Background: an optimization exercise with open tools, aiming at small area, a short achievable clock period and few clock cycles per item. Do not read the settings as production practice. In this exercise RTL edits were held to simulation tests only and were not proved equivalent to the original.

==> flow/design.v, too long to show whole: its modules and the start of the top module <==
// module comp_core: 1447 lines
module comp_core (
    input  wire        clk,
    input  wire        rst,           
    input  wire        smp_valid,
    input  wire [9:0]  smp_code,
    input  wire        preset,
    input  wire [23:0] preset_duty,
    input  wire        start,
    output wire        ready,
    output reg         done,
    output wire [23:0] duty,
    output wire [18:0] cmp,
    input  wire [1:0]  wavg,
    input  wire [19:0] b0,
    input  wire [19:0] b1,
    input  wire [19:0] b2,
    input  wire [19:0] c1,
    input  wire [19:0] c2,
    input  wire [3:0]  gshift,
    input  wire [15:0] dmax,
    input  wire [25:0] d_ff,
    input  wire [11:0] top,
    input  wire [8:0]  trim
);
  // ...
==> flow/flow/run.sh <==
#!/bin/bash
# Standard synthesis, then the standard flow's own layout with a larger setup repair
# margin, so that timing repair works toward a shorter period than the clock.
set -euo pipefail
bash standard.sh synth > synth.log 2>&1
bash standard.sh SETUP_SLACK_MARGIN=13 TNS_END_PERCENT=0 finish > layout.log 2>&1
==> flow/standard.sh <==
#!/bin/bash
# synth_recipe.tcl (not shown) runs the flow's synth.tcl, then flattens the netlist and writes it again
# the make line also repeats each setting of config.mk as NAME=value (left out here)
make -C /OpenROAD-flow-scripts/flow DESIGN_CONFIG=/design/flow/config.mk WORK_HOME=/design/flow/orfs CLKGATE_MAP_FILE= SYNTH_SCRIPT=/design/flow/synth_recipe.tcl "${@:-finish}"
==> flow/config.mk <==
export PLATFORM = sky130hd
export DESIGN_NAME = comp_core
export DESIGN_NICKNAME = comp_core
export VERILOG_FILES = /design/flow/design.v
export SDC_FILE = /design/flow/constraint.sdc
export NUM_CORES = 4
export LEC_CHECK = 0
export CAP_MARGIN = 20
export CORE_MARGIN = 2
export CORE_UTILIZATION = 40
export SLEW_MARGIN = 20
==> flow/constraint.sdc <==
create_clock -name core_clock -period 19.0 [get_ports {clk}]
set_input_delay 3.8000 -clock core_clock [delete_from_list [all_inputs] [get_ports {clk}]]
set_output_delay 3.8000 -clock core_clock [all_outputs]
set_load 0.01 [all_outputs]
==> qor.yml, run 1 <==
outcome: "timing/DRC/antenna clean"
skew_ns: 0.03401
hold_ws_ns: 0.4626
first_pass_iters: 12
rsz0062_at_grt: "yes"
yosysMostFrequentCell: "inv_1"
hold_start: "smp_p[9]$_DFFE_PN_"
crit_required_ns: 19.49
fin_util_pct: 47.35
nFillCells: 9379
n_tap_cell: 1276
comb.multi_input.count: 3272
ant_nets: 0
seq_area_frac_synth_pct: 20.83
drtIter0Drc: 4097
clkSinkCount: 387
synthSimpleGateAreaFrac_pct: 11.61
ys_seq_elements: 387
path_max_fanout: 7
critPathLaunch: "state[1]$_SDFFE_PP0P_"
seq_area_um2: 8195
path_class: "flip-flop to flip-flop"
drt-met1-wl_um: 60460
numCtsBuffers: 47
drive_above_1_share_pct: 9.557
diodes: 2
Testbench counts, summed over its fixed seeds: cycles 32,093, items 3,200.
==> run 2, diff against run 1 <==
--- a/flow/design.v
+++ b/flow/design.v
@@ -222,34 +222,25 @@
                 benc[q]    = (bx[2*q+2] & ~bx[2*q+1] & ~bx[2*q]) |
                              (~bx[2*q+2] & bx[2*q+1] & bx[2*q]);
             end
         end
     endfunction
     function automatic [27:0] eshift(input [10:0] e, input [3:0] g);
         eshift = $signed({{17{e[10]}}, e}) <<< g;
     endfunction
-    wire st_p3  = (state == S_P3);
-    wire st_pc  = (state == S_PC1) | (state == S_PC2);
-    wire use_acc = (state == S_P2) | st_p3 | (state == S_U) | (state == S_UT1) |
-                   (state == S_UT2);
+    reg  [6:0] ms;
     wire psgn = opa[27] ^ bn_r[9];
     wire [17:0] rnd_pc = {~psgn, {17{psgn}}};
-    reg  [47:0] x_row;
-    always @(*) begin
-        case (state)
-            S_P3:    x_row = {6'd0, u, 18'h20000};
-            S_UT2:   x_row = {{30{1'b1}}, 18'd0};
-            S_PC1:   x_row = {{3{v1[26]}}, v1, rnd_pc};
-            S_PC2:   x_row = {{3{v2[26]}}, v2, rnd_pc};
-            S_PT:    x_row = {{19{trim_r[8]}}, trim_r, 1'b1, 19'd0};
-            default: x_row = 48'd0;
-        endcase
-    end
-    wire [47:0] acc_g = use_acc ? acc : 48'd0;
+    wire [47:0] x_row = ({48{ms[5]}} & {6'd0, u, 18'h20000}) |
+                        ({48{ms[4]}} & {{30{1'b1}}, 18'd0}) |
+                        ({48{ms[3]}} & {{3{v1[26]}}, v1, rnd_pc}) |
+                        ({48{ms[2]}} & {{3{v2[26]}}, v2, rnd_pc}) |
+                        ({48{ms[1]}} & {{19{trim_r[8]}}, trim_r, 1'b1, 19'd0});
+    wire [47:0] acc_g = {48{ms[6]}} & acc;
     wire bn0 = bn_r[0];
     wire bo0 = bo_r[0];
     wire bt0 = bt_r[0];
     wire bn1 = bn_r[1];
     wire bo1 = bo_r[1];
     wire bt1 = bt_r[1];
     wire bn2 = bn_r[2];
     wire bo2 = bo_r[2];
@@ -1338,32 +1329,64 @@
             S_U:         b_next = (u_tie | c_hi) ? 20'd0 : c1;
             S_UL:        b_next = c1;
             S_V1:        b_next = c2;
             S_V2, S_PT:  b_next = {5'd0, top5_r};
             default:     b_next = 20'd0;
         endcase
     end
     wire b_neg = (state == S_IDLE) | (state == S_P1) | (state == S_P2);
+    reg [3:0] nstate;
+    always @(*) begin
+        nstate = state;
+        case (state)
+            S_IDLE:  if (start) nstate = S_P1;
+            S_P1:    nstate = S_P2;
+            S_P2:    nstate = S_P3;
+            S_P3:    nstate = S_U;
+            S_U:     nstate = u_tie ? S_UT1 : c_hi ? S_UL : S_PC1;
+            S_UT1:   nstate = asum[27] ? S_UT2 : S_U;    
+            S_UT2:   nstate = S_U;
+            S_UL:    nstate = S_PC1;
+            S_PC1:   nstate = S_V1;
+            S_V1:    nstate = S_PC2;
+            S_PC2:   nstate = S_V2;
+            S_V2:    nstate = S_PT;
+            S_PT:    if (!c_hi) nstate = S_IDLE;
+            default: nstate = S_IDLE;
+        endcase
+        if (rst)
+            nstate = S_IDLE;
+    end
+    wire [6:0] ms_next = {
+        (nstate == S_P2) | (nstate == S_P3) | (nstate == S_U) |
+            (nstate == S_UT1) | (nstate == S_UT2),                
+        nstate == S_P3,                                           
+        nstate == S_UT2,                                          
+        nstate == S_PC1,                                          
+        nstate == S_PC2,                                          
+        nstate == S_PT,                                           
+        1'b0};
     integer i;
     always @(posedge clk) begin
         gsh_r  <= gshift;
         dmax_r <= dmax;
         dff_r  <= d_ff;
         top_r  <= top;
         trim_r <= trim;
         top5_r <= top5;
         wavg_r <= wavg;
         acc    <= mac_sum;
         {bn_r, bo_r, bt_r} <= benc(b_next, b_neg);
         opa    <= a_next;
         cz_r   <= cz_pt;
         thi_r  <= ~th_pt[20];
+        state  <= nstate;
+        ms     <= ms_next;
         if (rst) begin
-            state <= S_IDLE;
             done  <= 1'b0;
             u     <= 24'd0;
             v1    <= 27'sd0;
             v2    <= 27'sd0;
             e1    <= 11'sd0;
             e2    <= 11'sd0;
             for (i = 0; i < 8; i = i + 1)
                 hist[i] <= 10'd512;
@@ -1377,71 +1400,40 @@
                 for (i = 1; i < 8; i = i + 1)
                     hist[i] <= hist[i-1];
             end
             case (state)
                 S_IDLE: begin
                     tie_done <= 1'b0;
                     if (start) begin
                         e2    <= e1;
-                        state <= S_P1;
                     end else if (preset) begin
                         u  <= preset_duty;
                         v1 <= $signed({3'd0, preset_duty});
                         v2 <= $signed({3'd0, preset_duty});
                         e1 <= 11'sd0;
                         e2 <= 11'sd0;
                     end
                 end
                 S_P1: begin
                     e1    <= nerr_now;
-                    state <= S_P2;
-                end
-                S_P2: begin
-                    state <= S_P3;
-                end
-                S_P3: begin
-                    state <= S_U;
                 end
                 S_U: begin
-                    if (u_tie) begin
-                        state <= S_UT1;
-                    end else if (c_hi) begin
-                        state <= S_UL;
-                    end else begin
-                        u     <= s[29] ? 24'd0 : s[23:0];
-                        state <= S_PC1;
-                    end
+                    if (!u_tie && !c_hi)
+                        u <= s[29] ? 24'd0 : s[23:0];
                 end
                 S_UT1: begin
                     tie_done <= 1'b1;
-                    state    <= asum[27] ? S_UT2 : S_U;
-                end
-                S_UT2: begin
-                    state <= S_U;
                 end
                 S_UL: begin
                     u     <= lim;
-                    state <= S_PC1;
-                end
-                S_PC1: begin
-                    state <= S_V1;
                 end
                 S_V1: begin
                     v1    <= s_sat;
-                    state <= S_PC2;
-                end
-                S_PC2: begin
-                    state <= S_V2;
                 end
                 S_V2: begin
                     v2    <= s_sat;
-                    state <= S_PT;
-                end
-                S_PT: begin
-                    if (!c_hi)
-                        state <= S_IDLE;
                 end
-                default: state <= S_IDLE;
+                default: ;
             endcase
         end
     end
 endmodule
==> flow/flow/run.sh (replaced) <==
#!/bin/bash
# Standard synthesis, then the standard flow's own layout with a larger setup repair
# margin, so that timing repair works toward a shorter period than the clock.
set -euo pipefail
bash standard.sh synth > synth.log 2>&1
bash standard.sh SETUP_SLACK_MARGIN=14 TNS_END_PERCENT=0 finish > layout.log 2>&1
==> qor.yml, run 2 <==
cts_buffer_depth: 3  # unchanged
ant_nets: 0  # unchanged
htreeDepth: 2  # unchanged
pre_cts_slack_ns: 11.94  # was 11.43 ns
critPathArrivalTime_ns: 6.73  # was 6.76 ns
r2r-start: "opa[27]$_DFFE_PN_"  # was state[1]$_SDFFE_PP0P_
ys_top_cells_by_count: "476 x inv_1, 380 x fa_1, 375 x nand2_1"  # was 461 x inv_1, 380 x fa_1, 348 x dfxtp_1
skew_ns: 0.03655  # was 0.03401 ns
post-route-drc-count: 0  # unchanged
root_buffer: "clkbuf_16"  # unchanged
synth_area_leaders: "fa_1 19%, dfxtp_1 18%, a22oi_1 6.3%, ha_1 6.3%, xnor2_1 6.1%"  # was fa_1 19%, dfxtp_1 18%, ha_1 6.3%, a22oi_1 6.3%, xor2_1 4.9%
max_cap_violations: 0  # unchanged
largest_reg_flops: 80  # unchanged
grt_max_degree: 80  # was 93
synth_edf_count: 39  # unchanged
cts_hold_buf: 0  # unchanged
hold_ws_ns: 0.4653  # was 0.4626 ns
seq_area_frac_synth_pct: 20.95  # was 20.83%
die_w_um: 317.9  # was 316.5 um
regToRegEndpoint: "acc[43]$_DFF_P_"  # was acc[36]$_DFF_P_
path_class: "flip-flop to flip-flop"  # unchanged
synth-main-ff-cell: "dfxtp_1"  # unchanged
top_regs: "hist: 80 flops, acc: 48 flops, opa: 28 flops"  # unchanged
ys_seq_elements: 393  # was 387
synth_area_per_cell_um2: 8.598  # was 8.711 um2
via_count: 34810  # was 35050
cts_tree: "yes"  # unchanged
grt_pass1_wl_um: 217700  # was 230700 um
clkSinkCount: 393  # was 387
first_pass_iters: 7  # was 12
grt_pass1_vias: 34360  # was 34960
busiest_layer: "met2"  # unchanged
fp.coreArea_um2: 97990  # was 96710 um2
rr_worst_depth: 23  # was 22
routedWlPerCell_um: 24.36  # was 26.47 um
synth_warnings: 2  # unchanged
numCtsBuffers: 49  # was 47
routabilityCongestion: 0.9346  # was 0.9801
wl_um: 146100  # was 156300 um
synth_top_area_cell: "fa_1"  # unchanged
worst_pin_slew_ns: 1.058  # was 1.288 ns
syn_inst: 4584  # was 4485
grtUsageTotal_pct: 28.36  # was 31.03%
clk_pin_slew_ns: 0.07  # was 0.06 ns
period_share_pct: 32.58  # was 33.01%
rsz0062_at_grt: "yes"  # unchanged
num_io_pins: 253  # unchanged
nFillCells: 9513  # was 9379
port_buffers: 252  # unchanged
hpwl_um: 107500  # was 108700 um
synth_cell_types: 88  # was 86
outcome: "timing/DRC/antenna clean"  # unchanged
hold_viol_final: 0  # unchanged
grt_use_met3_pct: 5.872  # was 7.966%
met1_usage_pct: 36.76  # was 39.35%
fmax_mhz: 161.6  # was 159.4 MHz
grt_use_met2_pct: 44.77  # was 47.01%
multi_input_area_um2: 28600  # was 28440 um2
start_util_pct: 40.22  # was 40.40%
setup_tns_ns: 0  # unchanged
period_needed_ns: 6.190  # was 6.273 ns
path_max_fanout: 7  # unchanged
die-area_um2: 101100  # was 100200 um2
finalSetupViolCount: 0  # unchanged
endpoint_kind: "flip-flop"  # unchanged
drive_above_1_share_pct: 8.392  # was 9.557%
synth_nets: 5369  # was 5271
final_common_cell: "inv_1"  # unchanged
hold_class: "flip-flop to flip-flop"  # unchanged
drtIter0Drc: 3752  # was 4097
worst_slack_ns: 12.81  # was 12.73 ns
syn_area_um2: 39410  # was 39070 um2
startpoint_type: "flip-flop"  # unchanged
die_h_um: 317.9  # was 316.5 um
insertion_delay_ns: 0.67  # was 0.64 ns
nets: 5451  # was 5372
seq_area_um2: 8298  # was 8195 um2
report.final.slew_viol_count: 0  # unchanged
critPathLaunch: "opa[27]$_DFFE_PN_"  # was state[1]$_SDFFE_PP0P_
syn2layout_area_growth_pct: 16.70  # was 17.21%
antenna_found_initial: 5  # was 6
fin_util_pct: 46.94  # was 47.35%
yosysMostFrequentCell: "inv_1"  # unchanged
final_cell_mix: "474 x inv_1, 366 x fa_1, 363 x nand2_1"  # was 453 x inv_1, 360 x fa_1, 328 x nand2_1, 328 x a22oi_1, 320 x dfxtp_1
yosys.area.top_type_share_pct: 19.30  # was 19.47%
viasPerCell: 5.804  # was 5.938
relSlewSlack_pct: 29.49  # was 14.01%
setup.worst_path.end: "acc[43]$_DFF_P_"  # was acc[36]$_DFF_P_
crit_required_ns: 19.54  # was 19.49 ns
grt.overflow.total: 0  # unchanged
r2r_slack_ns: 12.81  # was 12.73 ns
largest-register: "hist"  # unchanged
rows: 115  # was 114
ys_async_sr_fraction_pct: 0  # unchanged
## run 2: cell count changes after synthesis, moves of 27 or more
cell      delta
a21oi_1     +79
xnor2_1     +67
a211oi_1    -63
xor2_1      -62
nand2_1     +38
nor2_1      +30
nand3_1     +27
## run 2: kinds of logic (layout without fill, tap and decap cells)
kind of cell    count (synthesis)  in the layout  synth area share [%]
xor+xnor                      432            432                 9.619
compound gates               1103           1103                 19.01
flops                         393            393                 20.95
mux                           160            160                 4.117
simple gates                 1081           1081                 12.39
buf+inv                       836            959                 8.305
fa+ha+maj                     579            579                 25.61
other cells                     0              4                     0
## run 2: per-layer routing
| layer | up-vias | routed length (um) |
|---|---|---|
| li1 | 15700 | - |
| met1 | 17000 | 58640 |
| met2 | 1756 | 65260 |
| met3 | 345 | 14080 |
| met4 | 2 | 8122 |
| met5 | - | 13 |
## run 2: timing repair
| action | in CTS | in global routing |
|---|---|---|
| resized for setup | 95 | 125 |
| endpoints found under the setup margin | 170 | 259 |
| cloned | 3 | 1 |
| setup buffers | 14 | 13 |
| pin swaps | 21 | 44 |
## run 2: how the worst min path moves through the flow
stage | start | end | slack [ns] | depth (start not counted)
after floorplan | hist[7][9]$_SDFFE_PP1P_ | hist[7][9]$_SDFFE_PP1P_ | 0.43 | 2
after global placement | smp_p[9]$_DFFE_PN_ | hist[0][9]$_SDFFE_PP1P_ | 0.44 | 2
after detailed placement | smp_p[9]$_DFFE_PN_ | hist[0][9]$_SDFFE_PP1P_ | 0.45 | 2
after CTS | smp_p[9]$_DFFE_PN_ | hist[0][9]$_SDFFE_PP1P_ | 0.47 | 2
after global routing | smp_p[9]$_DFFE_PN_ | hist[0][9]$_SDFFE_PP1P_ | 0.48 | 2
final | smp_p[9]$_DFFE_PN_ | hist[0][9]$_SDFFE_PP1P_ | 0.47 | 2
## run 2: final cells by class
cell class	count	area share (%)
diodes	4	0.02176
clock buffers	54	2.750
clock inverters	38	0.9440
inverters	480	3.923
multi-input cells	3355	62.18
flip-flops and latches	393	18.04
well taps	1287	3.501
repair buffers	387	8.637
## run 2: worst max-delay path, cell delays in order (launching register included)
cell and delay [ns]:
edfxtp_1 0.42, buf_6 0.16, xor2_4 0.16, o21a_4 0.14
buf_12 0.15, buf_8 0.14, buf_4 0.14, xor2_2 0.18
xor2_1 0.18, fa_1 0.58, fa_1 0.44, fa_1 0.54
ha_2 0.32, a21oi_2 0.20, o211ai_1 0.21, nor4_4 0.45
o31ai_2 0.13, buf_4 0.17, a31o_4 0.23, a221o_1 0.41
a2111oi_4 0.35, buf_4 0.18, o41ai_2 0.07, xnor2_1 0.13
## run 2: stage by stage
stage               cells  area (um2)
floorplan            4584       39840
global placement     5870       43050
detailed placement   5871       43060
CTS                  5980       45330
global route         5994       45980
finish               5998       45990
Testbench counts of run 2, summed over its fixed seeds: cycles 32,093, items 3,200.

## port drivers added, routing unchanged
How much do the figures lean on ideal ports? The routed layouts below were timed once more, with nothing changed but the port constraints. Step 1 assumes that a clkbuf_16 drives the clock port and a buf_2 every other input. Step 2 adds t to the input delays and takes it off the output delays; t is the mean of the earliest and latest rising clock arrival at the registers after step 1. Input paths then give back, and output paths get back, about the clock's delay inside the block. a / b / c = ideal ports / drivers / drivers and shift; a / b = the first two.
run | t (ns) | setup slack, ns | cell pins on the clock port's net
run 1 | 0.686 | 12.727 / 12.727 / 12.163 | 1
run 2 | 0.720 | 12.810 / 12.768 / 12.496 | 1
After both steps every run listed still meets setup and hold. For run 1, which loses most, drivers alone change the setup slack by 0.000 ns; drivers and shift together by -0.564 ns.
